Source: an optimization exercise on an open RTL-to-GDS flow (aim: small area). Production flows keep margins and buffers that such runs may drop.
Function was checked by simulation only, so behaviour that the tests miss may differ from the original.
Power and IR drop assume default switching activity.

$ cat design/flow/flow/run.sh
#!/bin/bash
# Standard layout with two changes: the port buffers are the smallest
# buffer cell, and clock tree synthesis clusters more sinks per leaf buffer
# and adds no dummy loads.
bash standard.sh \
  "BUFFER_PORTS_ARGS=-buffer_cell sky130_fd_sc_hd__buf_1" \
  "CTS_ARGS=-sink_clustering_enable -repair_clock_nets -dont_use_dummy_load -sink_clustering_size 36 -sink_clustering_max_diameter 60" \
  finish > standard.log 2>&1
$ cat design/flow/standard.sh
#!/bin/bash
# synth_recipe.tcl (not shown) runs the flow's synth.tcl, then flattens the netlist and writes it again
# the make line also repeats each setting of config.mk as NAME=value (left out here)
make -C /OpenROAD-flow-scripts/flow DESIGN_CONFIG=/design/flow/config.mk WORK_HOME=/design/flow/orfs CLKGATE_MAP_FILE= SYNTH_SCRIPT=/design/flow/synth_recipe.tcl "${@:-finish}"
$ cat design/flow/config.mk
export PLATFORM = sky130hd
export DESIGN_NAME = fb_speed
export DESIGN_NICKNAME = fb_speed
export VERILOG_FILES = /design/flow/design.v
export SDC_FILE = /design/flow/constraint.sdc
export NUM_CORES = 4
export LEC_CHECK = 0
export CAP_MARGIN = 20
export CORE_MARGIN = 2
export CORE_UTILIZATION = 60
export PLACE_DENSITY = 0.85
export SLEW_MARGIN = 20
export SYNTH_MEMORY_MAX_BITS = 16384
$ cat design/flow/constraint.sdc
create_clock -name core_clock -period 20.0 [get_ports {clk}]
set_input_delay 4.0000 -clock core_clock [delete_from_list [all_inputs] [get_ports {clk}]]
set_output_delay 4.0000 -clock core_clock [all_outputs]
set_load 0.01 [all_outputs]
$ cat design/flow/design.v
module fb_speed (
    input  wire        clk,
    input  wire        rst,             
    input  wire        edge_valid,
    input  wire [35:0] edge_t,          
    input  wire [35:0] edge_p,          
    input  wire        edge_neg,        
    input  wire        edge_new_run,    
    input  wire        ring_clear,      
    input  wire        rel_valid,
    output wire        rel_ready,
    input  wire [35:0] rel_s,           
    input  wire [3:0]  cfg_match,       
    input  wire [35:0] cfg_win,         
    input  wire [35:0] cfg_tmax,        
    output reg         done,
    output wire [35:0] speed,
    output reg         speed_valid,
    output reg         standstill,
    output wire [35:0] span
);
    localparam [35:0] K0N = ~36'd1953125;
    reg  [2:0]  ph;
    wire [2:0]  pp = ~ph;               
    always @(posedge clk) begin
        if (rst) ph <= 3'd0;
        else     ph <= ph + 3'd1;
    end
    wire        new_e = edge_valid && !ring_clear;
    reg  [5:0]  aptr;                   
    reg  [35:0] T, P;                   
    reg         t_pend, p_pend;
    wire [5:0]  slot_t = aptr + 6'd1;
    wire [5:0]  slot_p = aptr + 6'd2;
    wire        wr_p   = p_pend && (slot_p[2:0] == pp);
    wire        wr_t   = t_pend && (slot_t[2:0] == pp);
    wire [35:0] wd     = wr_p ? P : T;
    wire [2:0]  wl     = wr_p ? slot_p[5:3] : slot_t[5:3];
    wire        wen    = wr_p || wr_t;
    wire [35:0] T_nx   = new_e ? edge_t : T;
    always @(posedge clk) begin
        if (new_e) T <= edge_t;
        if (new_e && t_pend && !wr_t) P <= T;
    end
    always @(posedge clk) begin
        if (rst) begin
            aptr   <= 6'd0;
            t_pend <= 1'b0;
            p_pend <= 1'b0;
        end else begin
            if (new_e) aptr <= aptr - 6'd1;
            t_pend <= new_e || (t_pend && !wr_t);
            p_pend <= (new_e && t_pend && !wr_t) || (p_pend && !wr_p);
        end
    end
    wire [35:0] port [0:7];
    genvar gl;
    generate
        for (gl = 0; gl < 8; gl = gl + 1) begin : g_loop
            reg [8*36-1:0] lv;
            always @(posedge clk)
                lv <= {lv[7*36-1:0], (wen && wl == gl) ? wd : lv[8*36-1:7*36]};
            assign port[gl] = lv[8*36-1:7*36];
        end
    endgenerate
    reg  [6:0]  run_len;                
    reg         last_neg;
    reg         stand_flag;
    wire        stand_now;              
    localparam [3:0] S_IDLE = 4'd0, S_CHK = 4'd1, S_SCAN = 4'd2, S_D1I = 4'd3,
                     S_DIV1 = 4'd4, S_MI = 4'd5, S_MUL = 4'd6, S_ROT = 4'd7,
                     S_DIV2 = 4'd8, S_FIN = 4'd9;
    reg  [3:0]  state;
    assign rel_ready = (state == S_IDLE);
    wire        chk = (state == S_CHK);
    wire        e_rs = edge_new_run || (run_len == 7'd0) || (edge_neg != last_neg) ||
                       stand_flag || (chk && stand_now);
    wire [6:0]  run_nx = ring_clear ? 7'd0 :
                         !edge_valid ? run_len :
                         e_rs ? 7'd1 :
                         (run_len == 7'd64) ? 7'd64 : run_len + 7'd1;
    always @(posedge clk) begin
        if (rst) begin
            run_len    <= 7'd0;
            last_neg   <= 1'b0;
            stand_flag <= 1'b0;
        end else begin
            run_len <= run_nx;
            if (ring_clear)    last_neg <= 1'b0;
            else if (edge_valid) last_neg <= edge_neg;
            if (ring_clear)    stand_flag <= 1'b0;
            else if (edge_valid) stand_flag <= 1'b0;
            else if (chk && stand_now) stand_flag <= 1'b1;
        end
    end
    reg  [35:0] K, Q, R, S;
    reg         ux;
    reg  [6:0]  n_rel;
    reg  [5:0]  a_sel, o, sc;
    reg  [2:0]  m_ph;
    reg         cw_ok, cx_ok, neg, dsel_s, ovf, satf, zf, dly;
    assign speed = K;
    assign span  = S;
    wire scan = (state == S_SCAN);
    wire mul  = (state == S_MUL);
    wire fin  = (state == S_FIN);
    wire div2 = (state == S_DIV2);
    wire rot  = (state == S_ROT);
    wire        s_s   = div2 && dsel_s;
    wire        s_r   = !(scan || chk || mul || fin || s_s);
    wire [35:0] bport = ({36{scan && sc[5:3] == 3'd0}} & port[0]) | ({36{scan && sc[5:3] == 3'd1}} & port[1]) |
                        ({36{scan && sc[5:3] == 3'd2}} & port[2]) | ({36{scan && sc[5:3] == 3'd3}} & port[3]) |
                        ({36{scan && sc[5:3] == 3'd4}} & port[4]) | ({36{scan && sc[5:3] == 3'd5}} & port[5]) |
                        ({36{scan && sc[5:3] == 3'd6}} & port[6]) | ({36{scan && sc[5:3] == 3'd7}} & port[7]);
    wire [35:0] bv    = bport | ({36{chk}} & T) | ({36{s_r}} & R) | ({36{s_s}} & S) |
                        ({36{mul}} & ~(36'd1953125 - 36'd1)) | {36{fin}};
    wire [36:0] aa = {ux, K};
    wire [36:0] nb = {1'b1, ~bv};
    wire [37:0] cc;
    wire [36:0] ss;
    assign cc[0] = 1'b1;
    genvar gi;
    generate
        for (gi = 0; gi < 37; gi = gi + 1) begin : g_add
            assign ss[gi]   = aa[gi] ^ nb[gi] ^ cc[gi];
            assign cc[gi+1] = (aa[gi] & nb[gi]) | (aa[gi] & cc[gi]) | (nb[gi] & cc[gi]);
        end
    endgenerate
    wire        cy = cc[37];            
    wire [35:0] df = ss[35:0];
    wire [36:0] cw, ct;
    assign cw[0] = 1'b1;
    assign ct[0] = 1'b1;
    generate
        for (gi = 0; gi < 36; gi = gi + 1) begin : g_cmp
            assign cw[gi+1] = (cfg_win[gi] & ~df[gi]) | (cfg_win[gi] & cw[gi]) | (~df[gi] & cw[gi]);
            assign ct[gi+1] = (cfg_tmax[gi] & ~df[gi]) | (cfg_tmax[gi] & ct[gi]) | (~df[gi] & ct[gi]);
        end
    endgenerate
    wire        c_win = cw[36];
    wire        c_thr = ct[36];
    assign stand_now = (n_rel == 7'd0) || !c_thr;
    wire [3:0]  mp     = (cfg_match >= 4'd1 && cfg_match <= 4'd8) ? cfg_match : 4'd1;
    wire [2:0]  mp1    = mp[2:0] - 3'd1;
    wire        al     = (sc[2:0] == pp);
    wire        inr    = ({1'b0, o} < n_rel);
    wire        mt     = (m_ph == 3'd0);
    wire        e_win  = inr && mt && c_win;
    wire        e_tm   = inr && mt && c_thr;
    wire        upd    = !cw_ok && (e_win || e_tm || (o == 6'd1 && !cx_ok));
    reg  [2:0]  m_init;
    always @(*) begin
        case (cfg_match)
            4'd2: m_init = 3'd1;
            4'd4: m_init = 3'd3;
            4'd5: m_init = 3'd3;
            4'd6: m_init = 3'd3;
            4'd8: m_init = 3'd7;
            default: m_init = 3'd0;
        endcase
    end
    wire        d1i       = (state == S_D1I);
    wire        div1      = (state == S_DIV1);
    wire        mi        = (state == S_MI);
    wire        fin_first = fin && (o == 6'd36);
    wire        fin_last  = fin && (o == 6'd1);
    wire        inj       = ((dly | satf) & !zf) ^ neg;
    wire        rnd       = (Q[35] & !satf & !zf) ^ neg;
    wire        take      = mul ? a_sel[5] : fin ? (fin_last && inj && rnd) :
                            (rot || d1i || mi) ? 1'b0 : cy;
    wire        keep      = !(d1i || mi);
    wire [35:0] sel       = ({36{take}} & df) | ({36{keep && !take}} & K);
    wire [5:0]  sb        = o - 6'd2;
    wire        kin       = div1 ? ((o >= 6'd2) && S[sb]) :
                            div2 ? (o >= 6'd21 ? Q[35] : 1'b0) :
                            fin_first ? neg :
                            fin_last  ? (inj ^ rnd) :
                            fin       ? inj :
                            (rot || d1i || mi || mul) ? 1'b0 : Q[35];
    wire        ge        = (|Q[35:6]) || (Q[5:0] >= a_sel);
    wire        k_rel = (state == S_IDLE) && rel_valid;
    wire        k_sh  = !(state == S_IDLE || chk || scan);
    always @(posedge clk) begin
        if (k_rel || chk || k_sh)
            K <= ({36{k_rel}} & rel_s) | ({36{chk}} & T) | ({36{k_sh}} & {sel[34:0], kin});
        ux <= k_sh && sel[35];
    end
    always @(posedge clk) begin
        Q   <= {Q[34:0], rot ? K[35] : cy};
        dly <= Q[35];
    end
    always @(posedge clk) begin
        if (rst) begin
            state       <= S_IDLE;
            done        <= 1'b0;
            speed_valid <= 1'b0;
            standstill  <= 1'b0;
        end else begin
            done <= 1'b0;
            case (state)
                S_IDLE: begin
                    if (rel_valid) begin
                        S     <= 36'd0;
                        n_rel <= run_nx;
                        sc    <= new_e ? aptr - 6'd1 : aptr;
                        neg   <= new_e ? edge_neg : last_neg;
                        state <= S_CHK;
                    end
                end
                S_CHK: begin
                    R      <= df;                 
                    o      <= 6'd63;
                    m_ph   <= m_init;
                    cw_ok  <= 1'b0;
                    cx_ok  <= 1'b0;
                    if (stand_now || n_rel == 7'd1) begin
                        standstill  <= stand_now;
                        speed_valid <= 1'b0;
                        neg         <= 1'b0;
                        zf          <= 1'b1;
                        o           <= 6'd36;
                        state       <= S_FIN;
                    end else begin
                        standstill  <= 1'b0;
                        speed_valid <= 1'b1;
                        zf          <= 1'b0;
                        state       <= S_SCAN;
                    end
                end
                S_SCAN: begin
                    if (al) begin
                        if (upd) begin
                            S     <= df;
                            a_sel <= o;
                        end
                        if (e_win) cw_ok <= 1'b1;
                        if (e_tm)  cx_ok <= 1'b1;
                        m_ph <= mt ? mp1 : m_ph - 3'd1;
                        o    <= o - 6'd1;
                        sc   <= sc - 6'd1;
                        if (o == 6'd1) state <= S_D1I;
                    end
                end
                default: begin
                    if (mul) a_sel <= {a_sel[4:0], 1'b0};
                    if (mi) begin
                        dsel_s <= ge;
                        if (!ge) a_sel <= 6'd1;
                    end
                    if (div2 && o <= 6'd20 && Q[35]) ovf <= 1'b1;
                    o <= o - 6'd1;
                    case (state)
                        S_D1I:  begin state <= S_DIV1; o <= 6'd37; end
                        S_MI:   begin state <= S_MUL;  o <= 6'd6;  end
                        default: if (o == 6'd1) begin
                            case (state)
                                S_DIV1: state <= S_MI;
                                S_MUL:  begin state <= S_ROT;  o <= 6'd36; end
                                S_ROT:  begin state <= S_DIV2; o <= 6'd56; ovf <= 1'b0; end
                                S_DIV2: begin state <= S_FIN;  o <= 6'd36; satf <= ovf || Q[35] || (&{Q[34:0], cy}); end
                                default: begin state <= S_IDLE; done <= 1'b1; end
                            endcase
                        end
                    endcase
                end
            endcase
        end
    end
endmodule
==> results.txt <==
registers in the layout (all words and copies together) (netlist names), 3 cells and up:
register   count
g_loop.lv   2304
K             36
P             36
Q             36
R             36
S             36
T             36
n_rel          7
run_len        7
a_sel          6
aptr           6
o              6
sc             6
state          4
m_ph           3
ph             3
cell families after synthesis:
family	after synthesis
fa+ha+maj	71
simple gates	734
flops	2584
xor+xnor	36
mux	58
compound gates	798
buf+inv	288
routing by layer:
| layer | global-route usage (%) | part of all wire, % | up-vias |
|---|---|---|---|
| met5 | 0 | 0.032 | - |
| met4 | 13.2 | 5.6 | 8 |
| met3 | 7.34 | 11 | 568 |
| met2 | 42.9 | 45 | 2119 |
| met1 | 35.3 | 38 | 17200 |
| li1 | - | - | 15800 |
where the power goes:
part,internal (mW),leakage (nW),switching [mW],total [mW]
combinational,1.02,4.75,2.24,3.26
clock,0.951,1.31,1.44,2.39
sequential,5.60,21.1,0.227,5.83
area by class of cell:
type / instances / area [sq um]
sequential: 2584 / 53900
fill: 7069 / 37600
multi-input combinational: 1697 / 10700
clock buffer: 106 / 2650
tap: 1414 / 1770
timing repair buffer: 307 / 1540
inverter: 113 / 428
antenna: 2 / 5.00
cells in the final DEF (no fill, tap or decap), types with 47 or more instances in the layout:
cell type     n
nand2_1     291
inv_1       109
dfxtp_1    2365
o21ai_0     250
mux2i_1      47
nor2_1      218
a21oi_1     115
clkbuf_16   108
buf_4        69
a221oi_1     72
nand3_1      88
a22oi_1     124
buf_1       230
a31oi_1      50
edfxtp_1    215
o21ai_1      52
final timing paths:
kind                                                   to  slack, ns  cells past startpoint
worst max-delay path                   S[6]$_SDFFCE_PP0P_       0.47                     53
worst min-delay path            g_loop[6].lv[274]$_DFF_P_       0.26                      0
worst max register to register         S[6]$_SDFFCE_PP0P_       0.47                     53
worst min register to register  g_loop[6].lv[274]$_DFF_P_       0.26                      0
timing repair:
action | 4_1_cts | 5_1_grt
setup endpoints to repair | 42 | 89
resized for setup | 3 | 19
gates cloned | 0 | 2
setup buffers | 0 | 7
pin swaps | 1 | 3
worst register-to-register path: cells and delay by family (launching register included):
kind / cells / cell delay, ns
adder cells (fa/ha/maj): 36 / 15.75
AO/OA/AOI/OAI: 6 / 1.48
AND/OR/NAND/NOR: 7 / 0.97
buffers and inverters: 4 / 0.63
flip-flops: 1 / 0.41
stage by stage:
stage                     hold slack (ns)  setup WS (ns)  instance area, sq um
after floorplan                     0.310         0.0870                 65400
after global placement              0.309       -0.00609                 68100
after detailed placement            0.312         -0.165                 68100
after CTS                           0.264         0.0683                 70800
after global routing                0.268        -0.0278                 71000
final                               0.263          0.466                 71000
==> results.txt <==
Mapped Cells: 4569
status: finished clean
Yosys top cell area share: 72.5%
adder-cell share of the synthesized area: 1.73%
total gr overflow: 0
Cells after DPL: 6105
fin cells: 6223
CTS Buf Count: 106
Max Root-Sink Buffers: 3
crit path DAT: 19.92 ns
PwrDens: 162 nW/um^2
final hold vios: 0
WS Path Type: reg -> reg
P&R area growth vs syn: 8.52%
DR pass1 iterations: 10
Pins Over Slew Limit: 0
post-route ant nets: 0
Clock Skew: 0.0867 ns
number of cell rows: 121
FF+latch count, synth: 2584
Post-CTS Hold Buffers: 0
First DRT Iteration DRCs: 3984
Post-synth EDFFs: 215
layout cells sized above 1: 5.47%
post-layout power: 11.5 mW
largest net degree at the start of global routing: 73
vias in the first global route: 35800
Period Utilization, post-route: 97.7%
Hold Startpoint: g_loop[6].lv[238]$_DFF_P_
Top FF cell, synth: dfxtp_1
Total GRT Usage: 27.3%
worst hold path type: reg -> reg
Req. time, crit path: 20.39 ns
Synth Net Count: 4823
Starting Density: 60.3%
Synth warnings: 1
chip width: 334 um
CP max FO: 9
clock network latency to the later pin of the worst-skew pair: 0.75 ns
detail-routed via count per cell: 5.74
clk root buf: clkbuf_16
hpwl dp: 96.6 mm
Distinct cells, synth: 68
worst vdd rail ir drop: 0.000167 V
core area: 109000 sq um
syn_area_per_cell: 14.3 sq um
Lkg Pwr: 27.2 nW
final net count: 5063
CTS tree: done
TNS Setup: 0 ns
total die area: 112000 sq um
main combinational cell family by area after synthesis: compound AO/OA/AOI/OAI gates
Final GP Congestion: 0.908
I/O Buffers: 230
Final setup viols: 0
final wirelength: 156 mm
Worst Setup SP: state[1]$_SDFFE_PP0P_
Die Y: 334 um
Slew @ Worst Pin: 1.22 ns
fin util: 65.4%
H-tree Lvls: 3
DRC viols: 0
Area contributors post-synth: dfxtp_1 (72%), edfxtp_1 (9.9%), o21ai_0 (1.9%)
Seq/Total Area, Yosys: 82.4%
min Tclk post-route: 19.53 ns
Post-Synth XOR/XNOR Area: 0.482%
Slowest Stage Delay on Critical Path: 0.61 ns
# IOs: 267
CP bufs+invs: 4
Synth top cells by count: dfxtp_1 (2369), nand2_1 (296), o21ai_0 (250)
RR Startpoint: state[1]$_SDFFE_PP0P_
CP Capture Type: flip-flop
Async S/R FF share, synth: 0%
most common cell in the netlist: dfxtp_1
Simple-Gate Fraction of Synth Area: 4.88%
CTS sink cnt: 2584
CP Launch Type: flip-flop
post-synthesis mux area share: 1.10%
Slew HR: 18.5%
most used cell, CP: fa_1
max_cap viols: 0
post-synth top area cell: dfxtp_1
post-synthesis compound-gate area fraction: 7.73%
initial antenna violation count: 9
Slowest cell on crit path: fa_2
f_max: 51.2 MHz
Post-Syn Area: 65400 sq um
Via Count: 35700
CP top delay family: adder cells
Avg WL per Cell: 25.1 um
first-pass GRT wire length: 224 mm
Reg clk slew, reported paths: 0.12 ns

## re-timing with driven ports
The results above use ideal ports. As a check the final layout listed here was re-extracted and re-timed, cells and wires unchanged. Step 1 assumes that a clkbuf_16 drives the clock port and a buf_2 every other input. Step 2 adds t to the input delays and takes it off the output delays; t is the mean of the earliest and latest rising clock arrival at the registers after step 1. Input paths then give back, and output paths get back, about the clock's delay inside the block. Slacks: ideal / step 1 / step 2; pairs: ideal / step 1.
shift t [ns]: 0.769
setup WS [ns]: 0.466 / 0.466 / 0.466
worst register clock-pin slew, ns: 0.12 / 0.12
After both steps this run still meets setup and hold. For this run, drivers alone change the setup slack by 0.000 ns; drivers and shift together by 0.000 ns.
